From an optimization exercise on the open Yosys and OpenROAD flow, aimed at small area, a short achievable clock period and few clock cycles per item; shortcuts taken in it are not production practice. Only simulation tests tie the RTL to the original design; equivalence was not proved.

==> flow/design.v, too long to show whole: its modules and the start of the top module <==
// module rs_gf16_mul: 12 lines
// module rs_gf_mul: 12 lines
// module rs_gf_sq: 7 lines
// module rs_gf_to_tower: 8 lines
// module rs_gf_from_tower: 8 lines
// module rs_gf_mulp: 17 lines
// module rs_gf_inv_den: 12 lines
// module rs_gf_inv_fin: 15 lines
// module rs_encoder: 656 lines
// module rs_vinv: 248 lines
// module rs_syndrome: 173 lines
// module rs_chien_net: 646 lines
// module rs_keyeq: 20 lines
// module rs_chien: 20 lines
// module rs_count: 16 lines
// module rs_values: 13 lines
// module rs_correct: 17 lines
// module rs_codec: 98 lines
module rs_codec (
    input  wire         clk,
    input  wire         rst,         
    input  wire         req_valid,
    output wire         req_ready,
    input  wire         req_write,   
    input  wire [159:0] req_word,    
    output reg          rsp_valid,
    output reg  [159:0] rsp_word,
    output reg  [1:0]   rsp_nerr,
    output reg          rsp_uncorr
);
  // ...
==> flow/flow/run.sh <==
#!/bin/bash
set -uo pipefail
bash standard.sh SETUP_SLACK_MARGIN=13.3 "BUFFER_PORTS_ARGS=-buffer_cell sky130_fd_sc_hd__buf_1" finish > standard.log 2>&1
==> flow/standard.sh <==
#!/bin/bash
# synth_recipe.tcl (not shown) runs the flow's synth.tcl, then flattens the netlist and writes it again
# the make line also repeats each setting of config.mk as NAME=value (left out here)
make -C /OpenROAD-flow-scripts/flow DESIGN_CONFIG=/design/flow/config.mk WORK_HOME=/design/flow/orfs CLKGATE_MAP_FILE= SYNTH_SCRIPT=/design/flow/synth_recipe.tcl "${@:-finish}"
==> flow/config.mk <==
export PLATFORM = sky130hd
export DESIGN_NAME = rs_codec
export DESIGN_NICKNAME = rs_codec
export VERILOG_FILES = /design/flow/design.v
export SDC_FILE = /design/flow/constraint.sdc
export NUM_CORES = 4
export LEC_CHECK = 0
export CAP_MARGIN = 20
export CORE_MARGIN = 2
export CORE_UTILIZATION = 60
export CTS_CLUSTER_DIAMETER = 100
export CTS_CLUSTER_SIZE = 25
export SLEW_MARGIN = 20
==> flow/constraint.sdc <==
create_clock -name core_clock -period 18.0 [get_ports {clk}]
set_input_delay 3.6000 -clock core_clock [delete_from_list [all_inputs] [get_ports {clk}]]
set_output_delay 3.6000 -clock core_clock [all_outputs]
set_load 0.01 [all_outputs]
==> key figures, run 1 <==
Global route
  – Grt ovf: 0
  – Largest net degree at the start of global routing: 53
  – GR Util met1: 53.08%
  – GRT met2 Usage: 54.77%

Timing
  – Least-Margin Pin Slew: 1.209 ns
  – Worst hold slack: 0.3167 ns

Finish
  – Non-clk bufs: 401
  – Most frequent cells in the layout: 1380 x xnor2_1, 810 x dfxtp_1, 582 x xor2_1
  – Multi-input logic area: 27020 µm²
  – Fillers: 5932
  – Final sequential cell count: 939
  – Commonest non-fill, non-tap cell in the layout: xnor2_1

Yosys
  – Post-synth top area cell: dfxtp_1
  – Post-Syn Instances: 4257
  – Yosys cell types: 69

Clock network
  – PostCTS Resize Cnt: 407

Drt
  – Final WL: 147800 µm
  – Antenna viol nets, final: 0
  – Vias per cell: 5.451
  – Max layer used: met5

Min path
  – Hold Path End: w3[62]$_DFF_P_
  – HP Start: w2[62]$_DFF_P_
  – Hold Path Cell Cnt: 0

Floorplan
  – DIE AREA: 79420 µm²
  – Chip Width: 281.8 µm

Critical path
  – Startpoint types: register

Run status
  – Status: no timing/DRC/antenna violations
Testbench counts, summed over its fixed seeds: cycles 6,440, items 6,400.
==> run 2, diff against run 1 <==
--- a/flow/config.mk
+++ b/flow/config.mk
@@ -9,3 +9,3 @@
 export CORE_MARGIN = 2
-export CORE_UTILIZATION = 60
+export CORE_UTILIZATION = 55
 export CTS_CLUSTER_DIAMETER = 100
==> key figures, run 2 <==
Run status
  – Status: no timing/DRC/antenna violations

Drt
  – DR pass1 iterations: 6
  – Vias: 30167
  – Antenna viol nets, final: 0 (unchanged)
  – Vias per cell: 5.371 (-1.5%)
  – DRC Markers: 0
  – DR iter-0 viols: 3546
  – WL per Instance: 27.46 µm
  – Final WL: 154200 µm (+4.4%)

Timing
  – Post-route clock period utilization: 26.92%
  – Setup TNS Final: 0 ns
  – Layout Skew: 0.05473 ns
  – Finish-stage setup viols: 0
  – Least-Margin Pin Slew: 1.163 ns (-0.04617 ns)
  – Worst Slack Setup Final: 13.15 ns
  – Fin. max-slew vios: 0
  – Fmax: 206.4 MHz
  – Final min period: 4.845 ns
  – Final hold viol count: 0
  – Slew margin rel.: 21.92%
  – RSZ-0062 raised after global routing: true

Floorplan
  – DIE AREA: 86540 µm² (+9.0%)
  – Starting Density: 55.43%
  – Chip Width: 294.2 µm (+4.4%)
  – Row count: 106
  – Placeable Area: 83560 µm²
  – # IOs: 329
  – Die Ht: 294.2 µm

Flow run
  – Max Cap Viol: 0

Global route
  – GR Util met1: 51.54% (-1.5 points)
  – Initial antenna violation count: 10
  – Number of global-route vias before repair: 28700
  – GRT met2 Usage: 52.16% (-2.6 points)
  – Met3 Use GR: 6.488%
  – First-pass GRT wire length: 213800 µm
  – Grt ovf: 0 (unchanged)
  – Gr usage total: 34.94%
  – Top Usage Layer GRT: met2
  – Largest net degree at the start of global routing: 53 (unchanged)

Finish
  – Final core utilization: 61.75%
  – Commonest non-fill, non-tap cell in the layout: xnor2_1
  – Share of cells above drive strength 1: 12.00%
  – Most frequent cells in the layout: 1382 x xnor2_1, 817 x dfxtp_1, 583 x xor2_1
  – Non-filler cells, final: 5617
  – Fillers: 6964 (+17%)
  – # nets final: 4689
  – Area grow syn2layout: 11.40%

Yosys
  – Mapped cell area: 46310 µm²
  – Yosys reg bits: 939
  – Synth Warn #: 2
  – Post-synth top area cell: dfxtp_1
  – Post-synthesis sequential area ratio: 40.59%
  – Syn_nets: 4425
  – Post-Syn Instances: 4257 (unchanged)
  – Syn Area/Cell: 10.88 µm²
  – Post-synth top cells: 1400 x xnor2_1, 939 x dfxtp_1, 590 x xor2_1
  – Yosys top cell area share: 40.59%
  – Post-synth top flop: dfxtp_1
  – Ys async rst share: 0%
  – Post-synth EDFFs: 0
  – Yosys cell types: 69 (unchanged)
  – Top post-synthesis cells by area: dfxtp_1 41%, xnor2_1 26%, xor2_1 11%
  – Most numerous cell in the Yosys netlist: xnor2_1

Clock network
  – Clk slew on worst S/H paths: 0.10 ns
  – Clock root buffer: clkbuf_16
  – Cts bufs inserted: 48
  – H-tree Lvls: 2
  – Post-CTS Setup Bufs: 0
  – Clk latency of the worst-skew pair: 0.67 ns
  – Clock sinks: 939
  – Bufs on Longest Clock Path: 3
  – CTS tree: yes

Critical path
  – Reg-to-reg startpoint: s03[0]$_DFF_P_
  – Flop2flop setup slack: 13.27 ns
  – Cell family with most CP delay: flip-flops
  – Reg2reg end: rsp_word[106]$_DFF_P_
  – CP endpoint kind: primary output
  – CP Class: reg -> out
  – Crit path arrival time: 1.25 ns
  – CP max stage delay: 0.44 ns
  – Slowest-stage cell, CP: dfxtp_4
  – CP Buf/Inv Count: 1
  – Worst reg-to-reg path cell count: 12
  – Worst path cell trace: buf_6
  – Worst-path fanout max: 1
  – Worst endpoint required time: 14.40 ns
  – Crit. path cell count: 1
  – Startpoint types: register

Placement
  – Dpl ws: 12.85 ns
  – Detail Placement HPWL: 120600 µm
  – IO Port Bufs: 327
  – Placed cells: 5551
  – Gpl congestion: 1.011

Min path
  – Worst min path class: reg -> reg
  – HP Start: w2[139]$_DFF_P_
  – Hold Path Cell Cnt: 0 (unchanged)
  – Hold Path End: w3[139]$_DFF_P_
[run 2: cell counts after synthesis]
No cell type changed its count.
[run 2: cells by family after synthesis]
kind of cell    count (synthesis)  share of synthesized area (%)
flops                         939                          40.59
fa+ha+maj                       5                         0.1297
simple gates                  696                          6.568
other cells                     1                       0.008097
compound gates                154                          2.110
mux                            54                          1.273
xor+xnor                     2197                          47.46
buf+inv                       211                          1.856
[run 2: layout make-up]
class	count	area, µm²	share of cell area [%]
Inverter	22	82.58	0.1601
Sequential cell	939	19010	36.85
Timing Repair Buffer	403	2698	5.229
Tap cell	1080	1351	2.619
Multi-Input combinational cell	3107	26960	52.25
Clock inverter	14	270.3	0.5238
Clock buffer	49	1215	2.355
Antenna cell	3	7.507	0.01455
[run 2: worst max path at each step]
stage | startpoint | end | slack [ns]
after floorplan | s03[7]$_DFF_P_ | rsp_word[106]$_DFF_P_ | 14.03
after global placement | wq3[2]$_DFF_P_ | rsp_word[106]$_DFF_P_ | 12.96
after detailed placement | wq3[6]$_DFF_P_ | rsp_word[106]$_DFF_P_ | 12.85
after CTS | rsp_word[0]$_DFF_P_ | rsp_word[0] | 13.14
after global routing | rsp_word[0]$_DFF_P_ | rsp_word[0] | 13.12
final | rsp_word[0]$_DFF_P_ | rsp_word[0] | 13.15
[run 2: timing repair]
| action | in CTS | in global routing |
|---|---|---|
| pin swaps | 0 | 1 |
| resized for setup | 392 | 67 |
| hold buffers | 0 | 0 |
| endpoints found under the setup margin | 235 | 217 |
| cloned | 0 | 0 |
[run 2: stage by stage]
step	hold WS [ns]	instance area [µm²]
2_1_floorplan	0.3096	46310
3_3_place_gp	0.3097	48790
3_5_place_dp	0.3121	48800
4_1_cts	0.3075	51290
5_1_grt	0.3191	51580
6_report	0.3128	51590
[run 2: metal layers]
metal,up-vias,wire length [µm]
met4,2,4739
met1,14600,67950
li1,13847,-
met5,-,13
met3,259,15140
met2,1459,66400
==> run 3, diff against run 2 <==
==> flow/run.sh (new file) <==
#!/bin/bash
# synth_recipe.tcl (not shown) runs the flow's synth.tcl, then flattens the netlist and writes it again
# the make line also repeats each setting of config.mk as NAME=value (left out here)
make -C /OpenROAD-flow-scripts/flow DESIGN_CONFIG=/design/flow/config.mk WORK_HOME=/design/flow/orfs CLKGATE_MAP_FILE= SYNTH_SCRIPT=/design/flow/synth_recipe.tcl finish
removed: flow/flow/run.sh
removed: flow/standard.sh
==> key figures, run 3 <==
Timing
  – Post-route clock period utilization: 30.55% (+3.6 points)
  – Worst Slack Setup Final: 12.50 ns (-0.6527 ns)
  – Least-Margin Pin Slew: 1.198 ns (+0.03515 ns)
  – Slew margin rel.: 19.56% (-2.4 points)
  – Fin. max-slew vios: 0 (unchanged)
  – RSZ-0062 raised after global routing: false
  – Setup TNS Final: 0 ns (unchanged)
  – Final min period: 5.498 ns (+0.6527 ns)
  – Finish-stage setup viols: 0 (unchanged)
  – Fmax: 181.9 MHz (-12%)
  – Worst hold slack: 0.2846 ns (-0.02821 ns)
  – Layout Skew: 0.04810 ns (-0.006628 ns)
  – Final hold viol count: 0 (unchanged)

Yosys
  – Most numerous cell in the Yosys netlist: xnor2_1
  – Yosys top cell area share: 40.59% (unchanged)
  – Syn Area/Cell: 10.88 µm² (unchanged)
  – Post-Syn Instances: 4257 (unchanged)
  – Top post-synthesis cells by area: dfxtp_1 41%, xnor2_1 26%, xor2_1 11%
  – Post-synth top cells: 1400 x xnor2_1, 939 x dfxtp_1, 590 x xor2_1
  – Synth Warn #: 2 (unchanged)
  – Post-synth top flop: dfxtp_1
  – Post-synth EDFFs: 0 (unchanged)
  – Yosys cell types: 69 (unchanged)
  – Post-synthesis sequential area ratio: 40.59% (unchanged)
  – Ys async rst share: 0% (unchanged)
  – Syn_nets: 4425 (unchanged)
  – Yosys reg bits: 939 (unchanged)
  – Mapped cell area: 46310 µm² (unchanged)
  – Post-synth top area cell: dfxtp_1

Finish
  – Multi-input logic area: 26780 µm² (-0.67%)
  – Most frequent cells in the layout: 1394 x xnor2_1, 937 x dfxtp_1, 588 x xor2_1
  – Fillers: 6964 (unchanged)
  – Final instance area: 52290 µm² (+1.3%)
  – # diodes: 0 (-3)
  – Share of cells above drive strength 1: 5.167% (-6.8 points)
  – Seq. cell area: 18800 µm² (-1.1%)
  – # nets final: 4686 (-0.064%)
  – Area grow syn2layout: 12.90%
  – Commonest non-fill, non-tap cell in the layout: xnor2_1
  – Non-filler cells, final: 5609 (-0.14%)

Drt
  – DR pass1 iterations: 5 (-1)
  – Met3 wire len: 16100 µm (+6.3%)
  – Met1 wire length: 66960 µm (-1.5%)
  – DR iter-0 viols: 3627 (+2.3%)
  – Vias: 30319 (+0.50%)
  – Metal2 WL: 66720 µm (+0.47%)
  – Vias per cell: 5.405 (+0.65%)
  – Max layer used: met5
  – Antenna viol nets, final: 0 (unchanged)
  – WL per Instance: 27.48 µm (about the same)
  – DRC Markers: 0 (unchanged)
  – Final WL: 154100 µm (about the same)

Critical path
  – Crit. path cell count: 1 (unchanged)
  – Worst path cell trace: clkdlybuf4s50_1
  – CP endpoint kind: primary output
  – CP Buf/Inv Count: 1 (unchanged)
  – Worst reg-to-reg path cell count: 10 (-2)
  – CP Class: reg -> out
  – Worst setup startpoint: rsp_word[0]$_DFF_P_
  – Reg2reg end: rsp_word[147]$_DFF_P_
  – Worst endpoint required time: 14.40 ns (about the same)
  – CP max stage delay: 0.62 ns (+0.18 ns)
  – Crit path arrival time: 1.90 ns (+0.65 ns)
  – Slowest-stage cell, CP: clkdlybuf4s50_1
  – Reg-to-reg startpoint: wq3[2]$_DFF_P_
  – Startpoint types: register
  – Cell family with most CP delay: buffers and inverters
  – Worst-path fanout max: 1 (unchanged)
  – Flop2flop setup slack: 12.76 ns (-0.51 ns)
  – Critical path endpoint: rsp_word[0]

Min path
  – Hold Path Cell Cnt: 0 (unchanged)
  – Worst min path class: reg -> reg

Clock network
  – Clock root buffer: clkbuf_16
  – CTS tree: yes
  – Post-CTS Setup Bufs: 0 (unchanged)
  – Bufs on Longest Clock Path: 3 (unchanged)
  – Clock sinks: 939 (unchanged)
  – Clk latency of the worst-skew pair: 0.67 ns (about the same)
  – H-tree Lvls: 2 (unchanged)
  – Clk slew on worst S/H paths: 0.10 ns (about the same)
  – PostCTS Resize Cnt: 0 (-100%)
  – Hold_buf cts: 0 (unchanged)
  – Cts bufs inserted: 48 (unchanged)

Floorplan
  – Chip Width: 294.2 µm (unchanged)
  – Starting Density: 55.43% (unchanged)
  – Die Ht: 294.2 µm (unchanged)
  – Row count: 106 (unchanged)
  – DIE AREA: 86540 µm² (unchanged)
  – Placeable Area: 83560 µm² (unchanged)
  – # IOs: 329 (unchanged)

Global route
  – Grt ovf: 0 (unchanged)
  – First-pass GRT wire length: 214600 µm (+0.39%)
  – Gr usage total: 35.03% (+0.088 points)
  – Largest net degree at the start of global routing: 53 (unchanged)
  – Number of global-route vias before repair: 28701 (+0.0035%)
  – Initial antenna violation count: 12 (+2)

Run status
  – Status: no timing/DRC/antenna violations

Placement
  – Dpl ws: 12.88 ns (+0.02750 ns)
  – Placed Area: 50830 µm² (+4.1%)
  – IO Port Bufs: 327 (unchanged)
  – Placed cells: 5548 (-0.054%)
  – Detail Placement HPWL: 121400 µm (+0.73%)
  – Gpl congestion: 0.9991 (-1.2%)

Flow run
  – Max Cap Viol: 0 (unchanged)
[run 3: cell counts after synthesis]
Identical to the previous run, type by type.
[run 3: how the worst min path moves through the flow]
stage,startpoint,slack (ns),to
6_report,w1[145]$_DFF_P_,0.28,w2[145]$_DFF_P_
4_1_cts,w1[145]$_DFF_P_,0.30,w2[145]$_DFF_P_
2_1_floorplan,nz2$_DFF_P_,0.31,nz3$_DFF_P_
3_5_place_dp,w1[112]$_DFF_P_,0.31,w2[112]$_DFF_P_
5_1_grt,w2[24]$_DFF_P_,0.30,w3[24]$_DFF_P_
3_3_place_gp,w2[48]$_DFF_P_,0.31,w3[48]$_DFF_P_
[run 3: layout make-up]
type                            instances  area share (%)
Multi-Input combinational cell       3107           51.21
Sequential cell                       939           35.96
Timing Repair Buffer                  400           7.308
Tap cell                             1080           2.584
Clock buffer                           48           2.297
Clock inverter                         13          0.4810
Inverter                               22          0.1579
[run 3: logic make-up (layout without fill, tap and decap cells)]
| logic type | after synthesis | after routing | synth area share (%) |
|---|---|---|---|
| adders and majority gates | 5 | 5 | 0.1297 |
| AOI/OAI and AO/OA | 154 | 154 | 2.110 |
| DFF | 939 | 939 | 40.59 |
| and+or+nand+nor | 696 | 696 | 6.568 |
| muxes | 54 | 54 | 1.273 |
| other | 1 | 1 | 0.008097 |
| buffers and inverters | 211 | 483 | 1.856 |
| xor gates and xnor gates | 2197 | 2197 | 47.46 |
[run 3: through the flow]
step | util [%]
CTS | 62.57
global route | 62.58
detailed placement | 60.83
finish | 62.58
global placement | 60.83
floorplan | -
[run 3: routing by layer]
| layer | vias to the layer above | global-route usage [%] |
|---|---|---|
| li1 | 13847 | - |
| met1 | 14689 | 51.42 |
| met2 | 1565 | 52.48 |
| met3 | 214 | 6.707 |
| met4 | 4 | 9.532 |
| met5 | - | 0 |
==> run 4, diff against run 3 <==
==> flow/flow/run.sh (new file) <==
#!/bin/bash
set -uo pipefail
bash standard.sh SETUP_SLACK_MARGIN=13.45 "BUFFER_PORTS_ARGS=-buffer_cell sky130_fd_sc_hd__buf_1" finish > standard.log 2>&1
==> flow/standard.sh (new file) <==
#!/bin/bash
# synth_recipe.tcl (not shown) runs the flow's synth.tcl, then flattens the netlist and writes it again
# the make line also repeats each setting of config.mk as NAME=value (left out here)
make -C /OpenROAD-flow-scripts/flow DESIGN_CONFIG=/design/flow/config.mk WORK_HOME=/design/flow/orfs CLKGATE_MAP_FILE= SYNTH_SCRIPT=/design/flow/synth_recipe.tcl "${@:-finish}"
--- a/flow/config.mk
+++ b/flow/config.mk
@@ -9,3 +9,3 @@
 export CORE_MARGIN = 2
-export CORE_UTILIZATION = 55
+export CORE_UTILIZATION = 60
 export CTS_CLUSTER_DIAMETER = 100
removed: flow/run.sh
==> key figures, run 4 <==
Timing
  – RSZ-0062 raised after global routing: true
  – Setup TNS Final: 0 ns (unchanged)
  – Least-Margin Pin Slew: 1.200 ns (+0.002026 ns)
  – Post-route clock period utilization: 26.76% (-3.8 points)
  – Layout Skew: 0.04420 ns (-0.003901 ns)
  – Final min period: 4.817 ns (-0.6812 ns)
  – Finish-stage setup viols: 0 (unchanged)
  – Final hold viol count: 0 (unchanged)
  – Fmax: 207.6 MHz (+14%)
  – Slew margin rel.: 19.42% (-0.14 points)
  – Fin. max-slew vios: 0 (unchanged)

Critical path
  – CP Buf/Inv Count: 1 (unchanged)
  – Worst endpoint required time: 14.40 ns (about the same)
  – Flop2flop setup slack: 13.43 ns (+0.67 ns)
  – CP Class: reg -> out
  – Startpoint types: register
  – Reg2reg end: w1[19]$_DFF_P_
  – Worst path cell trace: buf_6
  – Cell family with most CP delay: flip-flops
  – CP endpoint kind: primary output
  – Worst-path fanout max: 1 (unchanged)
  – Reg-to-reg startpoint: w0[90]$_DFF_P_
  – Crit path arrival time: 1.22 ns (-0.68 ns)
  – Slowest-stage cell, CP: dfxtp_4
  – CP max stage delay: 0.44 ns (-0.18 ns)
  – Worst reg-to-reg path cell count: 10 (unchanged)

Clock network
  – Clock sinks: 939 (unchanged)
  – H-tree Lvls: 2 (unchanged)
  – Cts bufs inserted: 48 (unchanged)
  – CTS tree: yes
  – Clk latency of the worst-skew pair: 0.65 ns (-0.02 ns)
  – Bufs on Longest Clock Path: 3 (unchanged)
  – Hold_buf cts: 0 (unchanged)
  – Clock root buffer: clkbuf_16
  – Clk slew on worst S/H paths: 0.10 ns (about the same)

Finish
  – Seq. cell area: 19060 µm² (+1.4%)
  – Fillers: 5892 (-15%)
  – Commonest non-fill, non-tap cell in the layout: xnor2_1
  – Area grow syn2layout: 11.99%
  – Most frequent cells in the layout: 1369 x xnor2_1, 787 x dfxtp_1, 579 x xor2_1
  – # nets final: 4695 (+0.19%)
  – Non-filler cells, final: 5573 (-0.64%)
  – Multi-input logic area: 27180 µm² (+1.5%)
  – Share of cells above drive strength 1: 13.22% (+8.0 points)
  – Final core utilization: 68.06% (+5.5 points)

Drt
  – Vias per cell: 5.460 (+1.0%)
  – DR iter-0 viols: 3655 (+0.77%)
  – Antenna viol nets, final: 0 (unchanged)
  – Final WL: 148300 µm (-3.8%)
  – DRC Markers: 0 (unchanged)
  – DR pass1 iterations: 5 (unchanged)
  – WL per Instance: 26.61 µm (-3.2%)
  – Vias: 30430 (+0.37%)

Floorplan
  – Die Ht: 281.8 µm (-4.2%)
  – Row count: 101 (-4.7%)
  – Placeable Area: 76200 µm² (-8.8%)
  – Chip Width: 281.8 µm (-4.2%)
  – Starting Density: 60.77% (+5.3 points)
  – DIE AREA: 79420 µm² (-8.2%)
  – # IOs: 329 (unchanged)

Yosys
  – Post-synth top area cell: dfxtp_1
  – Yosys cell types: 69 (unchanged)
  – Post-synth top cells: 1400 x xnor2_1, 939 x dfxtp_1, 590 x xor2_1
  – Syn Area/Cell: 10.88 µm² (unchanged)
  – Post-Syn Instances: 4257 (unchanged)
  – Syn_nets: 4425 (unchanged)
  – Post-synthesis sequential area ratio: 40.59% (unchanged)
  – Post-synth top flop: dfxtp_1
  – Post-synth EDFFs: 0 (unchanged)
  – Yosys top cell area share: 40.59% (unchanged)
  – Top post-synthesis cells by area: dfxtp_1 41%, xnor2_1 26%, xor2_1 11%
  – Ys async rst share: 0% (unchanged)
  – Most numerous cell in the Yosys netlist: xnor2_1
  – Mapped cell area: 46310 µm² (unchanged)
  – Synth Warn #: 2 (unchanged)
  – Yosys reg bits: 939 (unchanged)

Global route
  – Largest net degree at the start of global routing: 53 (unchanged)
  – Gr usage total: 36.61% (+1.6 points)
  – Number of global-route vias before repair: 28797 (+0.33%)
  – First-pass GRT wire length: 206800 µm (-3.6%)
  – Initial antenna violation count: 7 (-5)
  – Grt ovf: 0 (unchanged)

Placement
  – Gpl congestion: 1.024 (+2.5%)
  – IO Port Bufs: 327 (unchanged)
  – Placed cells: 5489 (-1.1%)
  – Detail Placement HPWL: 115300 µm (-5.1%)

Min path
  – HP Start: w2[62]$_DFF_P_
  – Worst min path class: reg -> reg
  – Hold Path Cell Cnt: 0 (unchanged)
  – Hold Path End: w3[62]$_DFF_P_

Run status
  – Status: no timing/DRC/antenna violations

Flow run
  – Max Cap Viol: 0 (unchanged)
run 4: per-layer routing:
layer	vias to the layer above	wire length (µm)	part of all wire [%]	global-route usage, %
li1	13875	-	-	-
met1	14672	63550	43	53.60
met2	1620	64450	43	54.94
met3	261	15490	10	7.101
met4	2	4785	3.2	10.27
met5	-	12	0.0081	0
run 4: worst max path at each step:
stage	startpoint	end	slack (ns)	depth (start not counted)
after detailed placement	wq3[6]$_DFF_P_	rsp_word[127]$_DFF_P_	12.57	13
after global routing	rsp_word[0]$_DFF_P_	rsp_word[0]	13.17	1
after floorplan	s03[7]$_DFF_P_	rsp_word[106]$_DFF_P_	14.03	12
after CTS	rsp_word[0]$_DFF_P_	rsp_word[0]	13.18	1
final	rsp_word[0]$_DFF_P_	rsp_word[0]	13.18	1
after global placement	wq3[2]$_DFF_P_	rsp_word[127]$_DFF_P_	12.66	13
run 4: timing repair:
item                       CTS  global route
setup buffers               10             8
pin swaps                    3             4
resized for setup          422           112
setup endpoints to repair  298           240
run 4: cell type report:
class,count,share of cell area (%)
Inverter,22,0.1592
Antenna cell,3,0.01447
Multi-Input combinational cell,3107,52.41
Timing Repair Buffer,409,5.373
Clock inverter,14,0.4801
Clock buffer,49,2.323
Tap cell,1030,2.485
Sequential cell,939,36.76
run 4: worst reg2reg max path, stage by stage, from the launching register on:
cell and delay (ns):
dfxtp_1 0.51, xnor2_1 0.66, xnor3_1 0.50, xor2_1 0.33, xnor3_1 0.43, xnor2_2 0.51
xnor2_1 0.28, xnor2_1 0.37, xnor3_1 0.29, xnor2_1 0.13, a21oi_1 0.38
run 4: cell families (layout without fill, tap and decap cells):
| group | Yosys count | after routing | synth area share (%) |
|---|---|---|---|
| XOR/XNOR | 2197 | 2197 | 47.46 |
| flip-flops | 939 | 939 | 40.59 |
| AND/OR/NAND/NOR | 696 | 696 | 6.568 |
| buffers and inverters | 211 | 494 | 1.856 |
| AO/OA/AOI/OAI | 154 | 154 | 2.110 |
| multiplexers | 54 | 54 | 1.273 |
| adder cells (fa/ha/maj) | 5 | 5 | 0.1297 |
| other | 1 | 4 | 0.008097 |
run 4: stage by stage:
stage | hold slack, ns | worst slack [ns] | area, µm²
2_1_floorplan | 0.3096 | 14.03 | 46310
3_3_place_gp | 0.3096 | 12.66 | 48640
3_5_place_dp | 0.3121 | 12.57 | 48640
4_1_cts | 0.3093 | 13.18 | 51330
5_1_grt | 0.3289 | 13.17 | 51860
6_report | 0.3124 | 13.18 | 51860
==> run 5, diff against run 4 <==
==> flow/flow/run.sh (replaced) <==
#!/bin/bash
# The standard layout (the standard.sh, with the design's SDC), with three changes to how
# the layout is made:
# - synthesis is the standard flow's script unchanged but for ABC's mapping script (flow/synth_wrap.tcl,
#   flow/abc_map.script);
# - the setup repair of floorplan, CTS and global routing is asked to leave 13.3 ns of slack
#   on the 18 ns clock, so that it shortens the paths to about 4.7 ns;
# - every input and output port still gets a buffer, of the small sky130_fd_sc_hd__buf_1
#   (repair resizes it where timing needs) instead of the default clkdlybuf4s50_1.
set -uo pipefail
here=$(pwd)
orig=$(grep -o 'SYNTH_SCRIPT=[^ ]*' standard.sh | head -1 | cut -d= -f2-)
FLOW_ORIG_SYNTH="$orig" FLOW_ABC_SCRIPT="$here/flow/abc_map.script" \
  bash standard.sh "SYNTH_SCRIPT=$here/flow/synth_wrap.tcl" SETUP_SLACK_MARGIN=13.3 \
  "BUFFER_PORTS_ARGS=-buffer_cell sky130_fd_sc_hd__buf_1" finish > standard.log 2>&1
==> flow/flow/abc_map.script (new file) <==
&get -n
&st
&dch -f
&nf -p
&put
buffer -c
topo
stime -c
upsize -c
dnsize -c
==> flow/flow/synth_wrap.tcl (new file) <==
# The standard flow's synthesis script (the one standard.sh names, in FLOW_ORIG_SYNTH), unchanged, except
# that ABC maps the logic with flow/abc_map.script (one choice-based mapping with area recovery,
# then buffering and sizing for the ABC_CLOCK_PERIOD_IN_PS target) in place of ORFS's
# abc_speed.script. Registers are mapped before ABC, as in the standard synthesis.
proc abc {args} {
  set i [lsearch -exact $args -script]
  if {$i >= 0} { lset args [expr {$i + 1}] $::env(FLOW_ABC_SCRIPT) }
  yosys abc {*}$args
}
source $::env(FLOW_ORIG_SYNTH)
--- a/flow/config.mk
+++ b/flow/config.mk
@@ -7,2 +7,3 @@
 export LEC_CHECK = 0
+export ABC_CLOCK_PERIOD_IN_PS = 4500
 export CAP_MARGIN = 20
==> key figures, run 5 <==
Critical path
  – CP Class: reg -> out
  – Crit. path cell count: 1 (unchanged)
  – Worst path cell trace: buf_6
  – Worst endpoint required time: 14.40 ns (about the same)
  – Worst-path fanout max: 1 (unchanged)
  – Slowest-stage cell, CP: dfxtp_4
  – Crit path arrival time: 1.19 ns (-0.03 ns)
  – CP Buf/Inv Count: 1 (unchanged)
  – Flop2flop setup slack: 13.30 ns (-0.13 ns)
  – CP endpoint kind: primary output
  – Reg-to-reg startpoint: w0[66]$_DFF_P_
  – Cell family with most CP delay: flip-flops
  – CP max stage delay: 0.42 ns (-0.02 ns)
  – Reg2reg end: w1[29]$_DFF_P_
  – Startpoint types: register
  – Worst reg-to-reg path cell count: 12 (+2)

Clock network
  – Hold_buf cts: 0 (unchanged)
  – CTS tree: yes
  – Clk latency of the worst-skew pair: 0.66 ns (about the same)
  – Clk slew on worst S/H paths: 0.10 ns (about the same)
  – Clock sinks: 939 (unchanged)
  – Cts bufs inserted: 46 (-4.2%)
  – Clock root buffer: clkbuf_16
  – Bufs on Longest Clock Path: 3 (unchanged)
  – H-tree Lvls: 2 (unchanged)

Floorplan
  – Row count: 101 (unchanged)
  – Starting Density: 60.53% (-0.25 points)
  – Chip Width: 280.8 µm (-0.36%)
  – Placeable Area: 75950 µm² (-0.33%)
  – # IOs: 329 (unchanged)
  – DIE AREA: 78850 µm² (-0.72%)
  – Die Ht: 280.8 µm (-0.36%)

Yosys
  – Top post-synthesis cells by area: dfxtp_1 41%, xnor2_1 27%, xor2_1 14%
  – Yosys top cell area share: 40.89% (+0.30 points)
  – Most numerous cell in the Yosys netlist: xnor2_1
  – Syn Area/Cell: 10.85 µm² (-0.22%)
  – Yosys cell types: 63 (-8.7%)
  – Post-synth top area cell: dfxtp_1
  – Synth Area in Simple Gates: 5.767% (-0.80 points)
  – Synth Area in XOR/XNOR: 49.43% (+2.0 points)
  – Post-synthesis compound-gate area fraction: 1.769% (-0.34 points)
  – Post-synth top flop: dfxtp_1
  – Post-synthesis sequential area ratio: 40.89% (+0.30 points)
  – Yosys reg bits: 939 (unchanged)
  – Synth Area in Adders: 0.1306% (+0.00096 points)
  – Synth Warn #: 2 (unchanged)
  – Ys async rst share: 0% (unchanged)
  – Syn_nets: 4403 (-0.50%)
  – Post-synth top cells: 1416 x xnor2_1, 939 x dfxtp_1, 730 x xor2_1
  – Post-synth EDFFs: 0 (unchanged)
  – Mapped cell area: 45970 µm² (-0.73%)
  – Post-Syn Instances: 4235 (-0.52%)
  – Mux share of post-synthesis cell area: 0.4899% (-0.78 points)
  – Largest family of logic cells by synthesized area: XOR/XNOR gates

Global route
  – First-pass GRT wire length: 197700 µm (-4.4%)
  – Grt ovf: 0 (unchanged)
  – Gr usage total: 35.04% (-1.6 points)
  – Number of global-route vias before repair: 28254 (-1.9%)
  – Largest net degree at the start of global routing: 61 (+15%)
  – Initial antenna violation count: 7 (unchanged)

Finish
  – Multi-input logic area: 26820 µm² (-1.3%)
  – Commonest non-fill, non-tap cell in the layout: xnor2_1
  – Most frequent cells in the layout: 1400 x xnor2_1, 830 x dfxtp_1, 722 x xor2_1
  – # nets final: 4703 (+0.17%)
  – Non-filler cells, final: 5572 (-0.018%)
  – Seq. cell area: 18960 µm² (-0.52%)
  – # diodes: 0 (-3)
  – Fillers: 6019 (+2.2%)
  – Final instance area: 51130 µm² (-1.4%)
  – Area grow syn2layout: 11.22%
  – Share of cells above drive strength 1: 11.71% (-1.5 points)

Drt
  – WL per Instance: 25.20 µm (-5.3%)
  – Vias per cell: 5.313 (-2.7%)
  – DR iter-0 viols: 3202 (-12%)
  – Vias: 29603 (-2.7%)
  – Final WL: 140400 µm (-5.3%)
  – DRC Markers: 0 (unchanged)
  – DR pass1 iterations: 5 (unchanged)
  – Antenna viol nets, final: 0 (unchanged)

Timing
  – Fin. max-slew vios: 0 (unchanged)
  – Final hold viol count: 0 (unchanged)
  – Worst hold slack: 0.2851 ns (-0.02726 ns)
  – Least-Margin Pin Slew: 1.098 ns (-0.1016 ns)
  – Fmax: 208.8 MHz (+0.60%)
  – Finish-stage setup viols: 0 (unchanged)
  – Slew margin rel.: 26.25% (+6.8 points)
  – RSZ-0062 raised after global routing: true
  – Setup TNS Final: 0 ns (unchanged)
  – Post-route clock period utilization: 26.60% (-0.16 points)
  – Final min period: 4.788 ns (-0.02870 ns)
  – Worst Slack Setup Final: 13.21 ns (+0.02870 ns)
  – Layout Skew: 0.06883 ns (+0.02463 ns)

Min path
  – Hold Path End: w3[132]$_DFF_P_
  – HP Start: w2[132]$_DFF_P_
  – Hold Path Cell Cnt: 0 (unchanged)
  – Worst min path class: reg -> reg

Placement
  – IO Port Bufs: 327 (unchanged)
  – Gpl congestion: 1.013 (-1.1%)
  – Detail Placement HPWL: 110800 µm (-3.9%)
  – Dpl ws: 13.01 ns (+0.4393 ns)
  – Placed cells: 5502 (+0.24%)
  – Placed Area: 48560 µm² (-0.16%)

Run status
  – Status: no timing/DRC/antenna violations

Flow run
  – Max Cap Viol: 0 (unchanged)
==> run 5: changes by cell type after synthesis, sizes merged, moves of 13 or more <==
| cell | previous run | this run |
|---|---|---|
| mux2i | 33 | 18 |
| nand2 | 174 | 238 |
| nor3 | 31 | 6 |
| a22oi | 20 | 4 |
| xnor3 | 148 | 114 |
| inv | 22 | 6 |
| xnor2 | 1428 | 1468 |
| a21oi | 56 | 43 |
| xor2 | 603 | 743 |
| nand3 | 68 | 23 |
| mux2 | 19 | 4 |
| clkbuf | 139 | 114 |
==> run 5: metrics by stage <==
stage	util, %
floorplan	-
global placement	63.90
global route	67.32
detailed placement	63.94
finish	67.32
CTS	66.76
==> run 5: worst reg2reg max path, delay by kind of cell (launching register included) <==
kind / cells / cell delay (ns)
xor gates and xnor gates: 11 / 3.67
DFF: 1 / 0.79
AOI/OAI and AO/OA: 1 / 0.11
==> run 5: kinds of logic after synthesis <==
logic type	after synthesis
compound gates	125
xor+xnor	2331
fa+ha+maj	5
buf+inv	169
flops	939
mux	22
other cells	1
simple gates	643
==> run 5: layout make-up <==
cell class	instances	area share, %
inverter	7	0.05139
tap	1030	2.521
multi-input combinational	3127	52.45
sequential	939	37.09
clock buffer	46	2.251
clock inverter	9	0.3304
timing repair buffer	414	5.308
==> run 5: layer usage <==
layer | vias to the layer above | GRT usage, % | share of wire (%)
met5 | - | 0 | 0.016
met4 | 4 | 9.872 | 3.0
met3 | 225 | 6.385 | 9.9
met2 | 1403 | 51.59 | 42
met1 | 14277 | 52.28 | 45
li1 | 13694 | - | -
==> run 5: how the worst max path moves through the flow <==
| stage | from | end | slack, ns |
|---|---|---|---|
| finish | rsp_word[141]$_DFF_P_ | rsp_word[141] | 13.21 |
| global route | rsp_word[28]$_DFF_P_ | rsp_word[28] | 13.20 |
| CTS | rsp_word[141]$_DFF_P_ | rsp_word[141] | 13.21 |
| detailed placement | wq3[3]$_DFF_P_ | rsp_word[131]$_DFF_P_ | 13.01 |
| global placement | wq3[3]$_DFF_P_ | rsp_word[98]$_DFF_P_ | 12.90 |
| floorplan | w0[148]$_DFF_P_ | w1[28]$_DFF_P_ | 14.06 |
==> run 5: timing repair <==
| item | CTS | global route |
|---|---|---|
| gates resized for setup | 325 | 81 |
| buffers inserted | 0 | 15 |
| endpoints found under the setup margin | 182 | 211 |
| hold endpoints to repair | 0 | 0 |
| pin swaps | 0 | 4 |
==> run 6, diff against run 5 <==
==> flow/flow/abc_map.script (replaced) <==
&get -n
&st
&dch
&nf
&put
buffer -c
topo
stime -c
upsize -c
dnsize -c
--- a/flow/flow/synth_wrap.tcl
+++ b/flow/flow/synth_wrap.tcl
@@ -1,3 +1,3 @@
 # The standard flow's synthesis script (the one standard.sh names, in FLOW_ORIG_SYNTH), unchanged, except
-# that ABC maps the logic with flow/abc_map.script (one choice-based mapping with area recovery,
+# that ABC maps the logic with flow/abc_map.script (one choice-based mapping,
 # then buffering and sizing for the ABC_CLOCK_PERIOD_IN_PS target) in place of ORFS's
==> key figures, run 6 <==
Yosys
  – Ys async rst share: 0% (unchanged)
  – Post-Syn Instances: 4271 (+0.85%)
  – Top post-synthesis cells by area: dfxtp_1 42%, xnor2_1 30%, xor2_1 14%
  – Yosys top cell area share: 41.69% (+0.80 points)
  – Most numerous cell in the Yosys netlist: xnor2_1
  – Post-synth top flop: dfxtp_1
  – Syn_nets: 4439 (+0.82%)
  – Post-synthesis sequential area ratio: 41.69% (+0.80 points)
  – Yosys reg bits: 939 (unchanged)
  – Syn Area/Cell: 10.56 µm² (-2.7%)
  – Yosys cell types: 62 (-1.6%)
  – Synth Warn #: 2 (unchanged)
  – Post-synth top area cell: dfxtp_1
  – Mapped cell area: 45090 µm² (-1.9%)
  – Post-synth EDFFs: 0 (unchanged)
  – Post-synth top cells: 1542 x xnor2_1, 939 x dfxtp_1, 736 x xor2_1

Clock network
  – Clock root buffer: clkbuf_16
  – H-tree Lvls: 2 (unchanged)
  – Clock sinks: 939 (unchanged)
  – Bufs on Longest Clock Path: 3 (unchanged)
  – Clk slew on worst S/H paths: 0.10 ns (about the same)
  – CTS tree: yes
  – Cts bufs inserted: 47 (+2.2%)
  – Clk latency of the worst-skew pair: 0.67 ns (about the same)

Critical path
  – Worst reg-to-reg path cell count: 13 (+1)
  – Worst path cell trace: buf_6
  – Startpoint types: register
  – Slowest-stage cell, CP: dfxtp_4
  – CP Class: reg -> out
  – Reg-to-reg startpoint: w0[36]$_DFF_P_
  – Worst endpoint required time: 14.40 ns (about the same)
  – CP endpoint kind: primary output
  – CP max stage delay: 0.38 ns (-0.04 ns)
  – CP Buf/Inv Count: 1 (unchanged)
  – Flop2flop setup slack: 13.38 ns (+0.08 ns)
  – Reg2reg end: w1[7]$_DFF_P_
  – Worst-path fanout max: 1 (unchanged)
  – Crit path arrival time: 1.16 ns (-0.03 ns)
  – Cell family with most CP delay: flip-flops

Drt
  – Final WL: 142000 µm (+1.1%)
  – Antenna viol nets, final: 0 (unchanged)
  – Vias: 29993 (+1.3%)
  – DR iter-0 viols: 3424 (+6.9%)
  – DRC Markers: 0 (unchanged)
  – DR pass1 iterations: 5 (unchanged)
  – WL per Instance: 25.44 µm (+0.95%)
  – Vias per cell: 5.375 (+1.2%)

Floorplan
  – Die Ht: 278.1 µm (-0.95%)
  – Chip Width: 278.1 µm (-0.95%)
  – Placeable Area: 74450 µm² (-2.0%)
  – # IOs: 329 (unchanged)
  – Row count: 100 (-0.99%)
  – DIE AREA: 77360 µm² (-1.9%)
  – Starting Density: 60.57% (about the same)

Timing
  – Post-route clock period utilization: 26.45% (-0.15 points)
  – Setup TNS Final: 0 ns (unchanged)
  – Fin. max-slew vios: 0 (unchanged)
  – Slew margin rel.: 13.41% (-13 points)
  – Fmax: 210.1 MHz (+0.59%)
  – Worst hold slack: 0.3035 ns (+0.01833 ns)
  – RSZ-0062 raised after global routing: true
  – Final hold viol count: 0 (unchanged)
  – Least-Margin Pin Slew: 1.290 ns (+0.1912 ns)
  – Final min period: 4.760 ns (-0.02790 ns)
  – Layout Skew: 0.04939 ns (-0.01943 ns)
  – Finish-stage setup viols: 0 (unchanged)

Min path
  – Worst min path class: reg -> reg
  – Hold Path Cell Cnt: 0 (unchanged)
  – HP Start: w1[96]$_DFF_P_
  – Hold Path End: w2[96]$_DFF_P_

Placement
  – Detail Placement HPWL: 112000 µm (+1.0%)
  – Gpl congestion: 1.032 (+1.9%)
  – IO Port Bufs: 327 (unchanged)

Finish
  – Area grow syn2layout: 12.78%
  – Commonest non-fill, non-tap cell in the layout: xnor2_1
  – # nets final: 4769 (+1.4%)
  – # diodes: 0 (unchanged)
  – Share of cells above drive strength 1: 12.27% (+0.56 points)
  – Fillers: 5775 (-4.1%)
  – Seq. cell area: 19020 µm² (+0.28%)
  – Most frequent cells in the layout: 1510 x xnor2_1, 811 x dfxtp_1, 718 x xor2_1
  – Multi-input logic area: 26290 µm² (-2.0%)

Global route
  – Initial antenna violation count: 9 (+2)
  – Largest net degree at the start of global routing: 66 (+8.2%)
  – Grt ovf: 0 (unchanged)
  – Number of global-route vias before repair: 28687 (+1.5%)
  – First-pass GRT wire length: 200000 µm (+1.1%)
  – Gr usage total: 35.66% (+0.62 points)

Flow run
  – Max Cap Viol: 0 (unchanged)

Run status
  – Status: no timing/DRC/antenna violations
==> run 6: final cells by class <==
class	instances	share of cell area [%]
Clock inverter	11	0.4010
Tap cell	969	2.384
Clock buffer	48	2.320
Sequential cell	939	37.40
Multi-Input combinational cell	3173	51.70
Timing Repair Buffer	426	5.693
Inverter	14	0.1033
==> run 6: logic make-up (layout without fill, tap and decap cells) <==
group	count (synthesis)	in the layout	synth area share, %
xor+xnor	2365	2365	48.43
flops	939	939	41.69
simple gates	657	657	6.019
buf+inv	159	499	1.473
compound gates	128	128	1.845
mux	18	18	0.4273
fa+ha+maj	4	4	0.1110
other cells	1	1	0.008317
==> run 6: worst max path at each step <==
| stage | start | end | cells after the start |
|---|---|---|---|
| after detailed placement | wq3[3]$_DFF_P_ | rsp_word[75]$_DFF_P_ | 14 |
| after floorplan | wq3[7]$_DFF_P_ | rsp_word[67]$_DFF_P_ | 14 |
| after global routing | rsp_word[143]$_DFF_P_ | rsp_word[143] | 1 |
| final | rsp_word[143]$_DFF_P_ | rsp_word[143] | 1 |
| after global placement | wq3[7]$_DFF_P_ | rsp_word[98]$_DFF_P_ | 12 |
| after CTS | rsp_word[143]$_DFF_P_ | rsp_word[143] | 1 |
==> run 6: layer usage <==
| metal | GRT usage (%) | up-vias | share of wire (%) |
|---|---|---|---|
| met1 | 52.42 | 14409 | 44 |
| met5 | 0 | - | 0.019 |
| li1 | - | 13811 | - |
| met2 | 53.46 | 1495 | 43 |
| met3 | 5.490 | 274 | 9.4 |
| met4 | 11.74 | 4 | 3.7 |
==> run 6: stage by stage <==
stage | area, µm² | worst slack, ns | std cells | utilization [%]
after detailed placement | 47680 | 12.71 | 5495 | 64.04
final | 50850 | 13.24 | 5580 | 68.31
after floorplan | 45090 | 13.65 | 4271 | -
after global routing | 50850 | 13.22 | 5580 | 68.31
after global placement | 47640 | 12.76 | 5495 | 64.00
after CTS | 50260 | 13.22 | 5567 | 67.52
==> run 6: timing repair <==
action,4_1_cts,5_1_grt
setup buffers,13,13
endpoints found under the setup margin,240,242
hold buffers,0,0
pin swaps,6,7
hold endpoints to repair,0,0
cloned,0,0
gates resized for setup,409,94
==> run 7, diff against run 6 <==
==> flow/flow/abc_map.script (replaced) <==
&get -n
&st
&dch
&nf -R 1000
&put
buffer -c
topo
stime -c
upsize -c
dnsize -c
--- a/flow/flow/synth_wrap.tcl
+++ b/flow/flow/synth_wrap.tcl
@@ -1,3 +1,3 @@
 # The standard flow's synthesis script (the one standard.sh names, in FLOW_ORIG_SYNTH), unchanged, except
-# that ABC maps the logic with flow/abc_map.script (one choice-based mapping,
+# that ABC maps the logic with flow/abc_map.script (one choice-based mapping with extra area-recovery rounds,
 # then buffering and sizing for the ABC_CLOCK_PERIOD_IN_PS target) in place of ORFS's
==> key figures, run 7 <==
Run status
  – Status: no timing/DRC/antenna violations

Finish
  – Fillers: 5698 (-1.3%)
  – Share of cells above drive strength 1: 12.40% (+0.13 points)
  – Commonest non-fill, non-tap cell in the layout: xnor2_1
  – Seq. cell area: 18970 µm² (-0.23%)
  – Multi-input logic area: 25970 µm² (-1.2%)
  – Most frequent cells in the layout: 1563 x xnor2_1, 832 x dfxtp_1, 735 x xor2_1
  – # nets final: 4805 (+0.75%)
  – Non-filler cells, final: 5607 (+0.48%)
  – Area grow syn2layout: 13.12%

Yosys
  – Synth Warn #: 2 (unchanged)
  – Post-synthesis sequential area ratio: 42.16% (+0.47 points)
  – Top post-synthesis cells by area: dfxtp_1 42%, xnor2_1 32%, xor2_1 15%
  – Post-synth EDFFs: 0 (unchanged)
  – Post-synth top cells: 1612 x xnor2_1, 939 x dfxtp_1, 749 x xor2_1
  – Mapped cell area: 44590 µm² (-1.1%)
  – Syn Area/Cell: 10.40 µm² (-1.5%)
  – Yosys reg bits: 939 (unchanged)
  – Post-synth top flop: dfxtp_1
  – Ys async rst share: 0% (unchanged)
  – Yosys top cell area share: 42.16% (+0.47 points)
  – Post-Syn Instances: 4287 (+0.37%)
  – Most numerous cell in the Yosys netlist: xnor2_1
  – Post-synth top area cell: dfxtp_1
  – Yosys cell types: 59 (-4.8%)
  – Syn_nets: 4455 (+0.36%)

Timing
  – Final min period: 4.761 ns (+0.001000 ns)
  – Setup TNS Final: 0 ns (unchanged)
  – Post-route clock period utilization: 26.45% (about the same)
  – Layout Skew: 0.03305 ns (-0.01635 ns)
  – Least-Margin Pin Slew: 1.211 ns (-0.07866 ns)
  – Fin. max-slew vios: 0 (unchanged)
  – Final hold viol count: 0 (unchanged)
  – Slew margin rel.: 18.69% (+5.3 points)
  – RSZ-0062 raised after global routing: true
  – Finish-stage setup viols: 0 (unchanged)
  – Fmax: 210.0 MHz (about the same)

Clock network
  – Clk slew on worst S/H paths: 0.09 ns (about the same)
  – Clk latency of the worst-skew pair: 0.65 ns (-0.02 ns)
  – Cts bufs inserted: 46 (-2.1%)
  – Hold_buf cts: 0 (unchanged)
  – H-tree Lvls: 2 (unchanged)
  – Clock sinks: 939 (unchanged)
  – Clock root buffer: clkbuf_16
  – CTS tree: yes
  – Bufs on Longest Clock Path: 3 (unchanged)

Drt
  – DR pass1 iterations: 5 (unchanged)
  – DR iter-0 viols: 3273 (-4.4%)
  – Antenna viol nets, final: 0 (unchanged)
  – WL per Instance: 24.69 µm (-2.9%)
  – Final WL: 138400 µm (-2.5%)
  – DRC Markers: 0 (unchanged)
  – Vias per cell: 5.321 (-1.0%)
  – Vias: 29835 (-0.53%)

Critical path
  – Worst endpoint required time: 14.40 ns (about the same)
  – CP Class: reg -> out
  – CP max stage delay: 0.41 ns (+0.03 ns)
  – CP endpoint kind: primary output
  – Cell family with most CP delay: flip-flops
  – Startpoint types: register
  – Worst path cell trace: buf_6
  – Worst-path fanout max: 1 (unchanged)
  – Crit path arrival time: 1.16 ns (about the same)
  – CP Buf/Inv Count: 1 (unchanged)
  – Slowest-stage cell, CP: dfxtp_4

Floorplan
  – Row count: 99 (-1.0%)
  – DIE AREA: 76510 µm² (-1.1%)
  – Die Ht: 276.6 µm (-0.55%)
  – Chip Width: 276.6 µm (-0.55%)
  – Placeable Area: 73210 µm² (-1.7%)
  – Starting Density: 60.91% (+0.34 points)
  – # IOs: 329 (unchanged)

Flow run
  – Max Cap Viol: 0 (unchanged)

Min path
  – Worst min path class: reg -> reg

Global route
  – First-pass GRT wire length: 197500 µm (-1.2%)
  – Number of global-route vias before repair: 28521 (-0.58%)
  – Initial antenna violation count: 7 (-2)
  – Gr usage total: 35.18% (-0.48 points)
  – Grt ovf: 0 (unchanged)
  – Largest net degree at the start of global routing: 40 (-39%)

Placement
  – IO Port Bufs: 327 (unchanged)
  – Detail Placement HPWL: 108300 µm (-3.3%)
  – Placed cells: 5516 (+0.38%)
  – Gpl congestion: 1.019 (-1.2%)
-- run 7: kinds of logic after synthesis --
family	synth area share [%]
AOI/OAI and AO/OA	1.818
xor gates and xnor gates	48.18
adders and majority gates	0.1123
buffers and inverters	1.378
DFF	42.16
muxes	0.4069
other	0.008410
and+or+nand+nor	5.932
-- run 7: final timing paths --
check / slack [ns] / endpoint / cells past startpoint / startpoint
setup / recovery: 13.24 / rsp_word[140] / 1 / rsp_word[140]$_DFF_P_
hold / removal: 0.32 / w3[123]$_DFF_P_ / 0 / w2[123]$_DFF_P_
setup reg to reg: 13.38 / w1[6]$_DFF_P_ / 13 / w0[122]$_DFF_P_
hold reg to reg: 0.32 / w3[123]$_DFF_P_ / 0 / w2[123]$_DFF_P_
-- run 7: through the flow --
step | setup slack, ns | util [%] | cell area (µm²) | hold WS (ns)
finish | 13.24 | 68.90 | 50440 | 0.3200
global placement | 12.75 | 64.50 | 47220 | 0.3095
floorplan | 13.77 | - | 44590 | 0.3096
CTS | 13.21 | 67.88 | 49700 | 0.3220
detailed placement | 12.74 | 64.54 | 47250 | 0.3121
global route | 13.21 | 68.89 | 50430 | 0.3213
-- run 7: repair_timing --
action                                  CTS  global route
pin swaps                                 3            10
endpoints found under the setup margin  245           302
resized for setup                       378           101
setup buffers                            10            21
-- run 7: metal layers --
layer | track usage [%] | share of wire [%] | wire [µm]
met1 | 52.53 | 45 | 62340
met2 | 52.54 | 42 | 58780
met3 | 5.011 | 9.1 | 12550
met4 | 10.48 | 3.4 | 4741
met5 | 0 | 0.017 | 23
-- run 7: cell type report --
class | count | area share (%)
antenna | 3 | 0.01488
tap | 959 | 2.379
inverter | 11 | 0.08187
clock buffer | 46 | 2.282
multi-input combinational | 3204 | 51.49
clock inverter | 10 | 0.3151
sequential | 939 | 37.62
timing repair buffer | 435 | 5.815
==> run 8, diff against run 7 <==
--- a/flow/flow/run.sh
+++ b/flow/flow/run.sh
@@ -5,4 +5,4 @@
 #   flow/abc_map.script);
-# - the setup repair of floorplan, CTS and global routing is asked to leave 13.3 ns of slack
-#   on the 18 ns clock, so that it shortens the paths to about 4.7 ns;
+# - the setup repair of floorplan, CTS and global routing is asked to leave 13.45 ns of slack
+#   on the 18 ns clock, so that it shortens the paths to about 4.55 ns;
 # - every input and output port still gets a buffer, of the small sky130_fd_sc_hd__buf_1
@@ -13,3 +13,3 @@
 FLOW_ORIG_SYNTH="$orig" FLOW_ABC_SCRIPT="$here/flow/abc_map.script" \
-  bash standard.sh "SYNTH_SCRIPT=$here/flow/synth_wrap.tcl" SETUP_SLACK_MARGIN=13.3 \
+  bash standard.sh "SYNTH_SCRIPT=$here/flow/synth_wrap.tcl" SETUP_SLACK_MARGIN=13.45 \
   "BUFFER_PORTS_ARGS=-buffer_cell sky130_fd_sc_hd__buf_1" finish > standard.log 2>&1
==> key figures, run 8 <==
Critical path
  – Startpoint types: register
  – CP Buf/Inv Count: 1 (unchanged)
  – Worst path cell trace: buf_6
  – Crit path arrival time: 1.16 ns (about the same)
  – CP endpoint kind: primary output
  – Cell family with most CP delay: flip-flops
  – Crit. path cell count: 1 (unchanged)
  – Slowest-stage cell, CP: dfxtp_4
  – Worst-path fanout max: 1 (unchanged)
  – Worst reg-to-reg path cell count: 16 (+3)
  – CP max stage delay: 0.41 ns (about the same)
  – CP Class: reg -> out
  – Worst endpoint required time: 14.40 ns (about the same)

Timing
  – Fin. max-slew vios: 0 (unchanged)
  – Worst hold slack: 0.3189 ns (-0.001108 ns)
  – Finish-stage setup viols: 0 (unchanged)
  – Least-Margin Pin Slew: 1.199 ns (-0.01205 ns)
  – Setup TNS Final: 0 ns (unchanged)
  – RSZ-0062 raised after global routing: true
  – Final hold viol count: 0 (unchanged)
  – Final min period: 4.757 ns (-0.004300 ns)
  – Slew margin rel.: 19.50% (+0.81 points)
  – Post-route clock period utilization: 26.43% (about the same)
  – Fmax: 210.2 MHz (about the same)
  – Layout Skew: 0.03576 ns (+0.002715 ns)

Floorplan
  – # IOs: 329 (unchanged)
  – DIE AREA: 76510 µm² (unchanged)
  – Placeable Area: 73210 µm² (unchanged)
  – Starting Density: 60.91% (unchanged)
  – Die Ht: 276.6 µm (unchanged)
  – Row count: 99 (unchanged)
  – Chip Width: 276.6 µm (unchanged)

Drt
  – WL per Instance: 24.68 µm (about the same)
  – Vias per cell: 5.300 (-0.39%)
  – DR iter-0 viols: 3632 (+11%)
  – DRC Markers: 0 (unchanged)
  – Vias: 29730 (-0.35%)
  – Antenna viol nets, final: 0 (unchanged)
  – Final WL: 138400 µm (about the same)
  – DR pass1 iterations: 7 (+2)

Global route
  – Grt ovf: 0 (unchanged)
  – Gr usage total: 35.20% (about the same)
  – Largest net degree at the start of global routing: 40 (unchanged)
  – First-pass GRT wire length: 197500 µm (about the same)
  – Initial antenna violation count: 7 (unchanged)
  – Number of global-route vias before repair: 28604 (+0.29%)

Yosys
  – Syn Area/Cell: 10.40 µm² (unchanged)
  – Synth Warn #: 2 (unchanged)
  – Post-synth top cells: 1612 x xnor2_1, 939 x dfxtp_1, 749 x xor2_1
  – Yosys reg bits: 939 (unchanged)
  – Yosys cell types: 59 (unchanged)
  – Mapped cell area: 44590 µm² (unchanged)
  – Most numerous cell in the Yosys netlist: xnor2_1
  – Post-synth EDFFs: 0 (unchanged)
  – Post-synthesis sequential area ratio: 42.16% (unchanged)
  – Syn_nets: 4455 (unchanged)
  – Top post-synthesis cells by area: dfxtp_1 42%, xnor2_1 32%, xor2_1 15%
  – Post-Syn Instances: 4287 (unchanged)
  – Yosys top cell area share: 42.16% (unchanged)
  – Post-synth top area cell: dfxtp_1
  – Post-synth top flop: dfxtp_1
  – Ys async rst share: 0% (unchanged)

Finish
  – Most frequent cells in the layout: 1549 x xnor2_1, 824 x dfxtp_1, 729 x xor2_1
  – Share of cells above drive strength 1: 13.19% (+0.79 points)
  – Fillers: 5671 (-0.47%)
  – # nets final: 4808 (+0.062%)
  – Non-filler cells, final: 5609 (+0.036%)
  – Final instance area: 50690 µm² (+0.51%)
  – Seq. cell area: 18990 µm² (about the same)
  – Commonest non-fill, non-tap cell in the layout: xnor2_1
  – Area grow syn2layout: 13.69%
  – Multi-input logic area: 26200 µm² (+0.89%)

Placement
  – IO Port Bufs: 327 (unchanged)
  – Placed Area: 47250 µm² (unchanged)
  – Detail Placement HPWL: 108300 µm (unchanged)
  – Placed cells: 5516 (unchanged)
  – Gpl congestion: 1.019 (unchanged)

Clock network
  – Bufs on Longest Clock Path: 3 (unchanged)
  – H-tree Lvls: 2 (unchanged)
  – Clock root buffer: clkbuf_16
  – CTS tree: yes
  – Clk slew on worst S/H paths: 0.09 ns (about the same)
  – Clk latency of the worst-skew pair: 0.65 ns (about the same)
  – Clock sinks: 939 (unchanged)
  – Cts bufs inserted: 46 (unchanged)

Flow run
  – Max Cap Viol: 0 (unchanged)

Run status
  – Status: no timing/DRC/antenna violations

Min path
  – Hold Path Cell Cnt: 0 (unchanged)
  – Worst min path class: reg -> reg
## run 8: cell counts after synthesis
No cell type changed its count.
## run 8: path summary, 6_finish.rpt
check,start,end,slack (ns)
min,w2[150]$_DFF_P_,w3[150]$_DFF_P_,0.32
max reg2reg,hit3[0]$_DFF_P_,rsp_word[19]$_DFF_P_,13.53
min reg2reg,w2[150]$_DFF_P_,w3[150]$_DFF_P_,0.32
max,rsp_word[125]$_DFF_P_,rsp_word[125],13.24
## run 8: layout make-up
type	count	share of cell area (%)
clock buffer	46	2.271
antenna	2	0.009873
inverter	11	0.08145
sequential	939	37.46
timing repair buffer	438	5.818
tap	959	2.367
multi-input combinational	3204	51.68
clock inverter	10	0.3135
## run 8: logic make-up after synthesis
group / share of synthesized area (%)
AO/OA/AOI/OAI: 1.818
XOR/XNOR: 48.18
adder cells (fa/ha/maj): 0.1123
buffers and inverters: 1.378
flip-flops: 42.16
multiplexers: 0.4069
other: 0.008410
AND/OR/NAND/NOR: 5.932
## run 8: timing repair
| action | in CTS | in global routing |
|---|---|---|
| pin swaps | 9 | 10 |
| resized for setup | 408 | 121 |
| endpoints found under the hold margin | 0 | 0 |
| setup endpoints to repair | 271 | 340 |
| setup buffers | 18 | 16 |
| hold buffers | 0 | 0 |
## run 8: stage by stage
step	utilization [%]	worst slack [ns]
finish	69.25	13.24
floorplan	-	13.77
detailed placement	64.54	12.74
global route	69.24	13.21
global placement	64.50	12.75
CTS	68.22	13.21
## run 8: routing by layer
layer | part of all wire (%) | vias to the layer above | track usage, % | wire (µm)
met5 | 0.0072 | - | 0 | 10
met4 | 3.4 | 2 | 10.90 | 4673
met3 | 9.1 | 229 | 5.020 | 12660
met2 | 42 | 1437 | 52.41 | 58830
met1 | 45 | 14220 | 52.55 | 62270
li1 | - | 13842 | - | -

-- re-timing with driven ports --
The results above use ideal ports. As a check the final layouts listed here were re-extracted and re-timed, cells and wires unchanged.
Step 1, drivers: a clkbuf_16 drives clk and a buf_2 each remaining input, both assumed.
Step 2 adds t to the input delays and takes it off the output delays; t is the mean of the earliest and latest rising clock arrival at the registers after step 1. Input paths then give back, and output paths get back, about the clock's delay inside the block.
Slacks: ideal ports / drivers / drivers and shift; pairs: ideal ports / drivers.
run	shift t [ns]	setup WS [ns]	worst hold slack (ns)
run 1	0.705	13.188 / 13.118 / 13.324	0.317 / 0.317 / 0.317
run 2	0.719	13.155 / 13.083 / 13.269	0.313 / 0.313 / 0.313
run 3	0.716	12.502 / 12.429 / 12.759	0.285 / 0.285 / 0.285
run 4	0.704	13.183 / 13.114 / 13.430	0.312 / 0.312 / 0.312
run 5	0.690	13.212 / 13.143 / 13.303	0.285 / 0.285 / 0.285
run 6	0.711	13.240 / 13.173 / 13.384	0.303 / 0.303 / 0.303
run 7	0.704	13.239 / 13.170 / 13.381	0.320 / 0.320 / 0.320
run 8	0.704	13.243 / 13.175 / 13.531	0.319 / 0.319 / 0.319
After both steps every run listed still meets setup and hold.
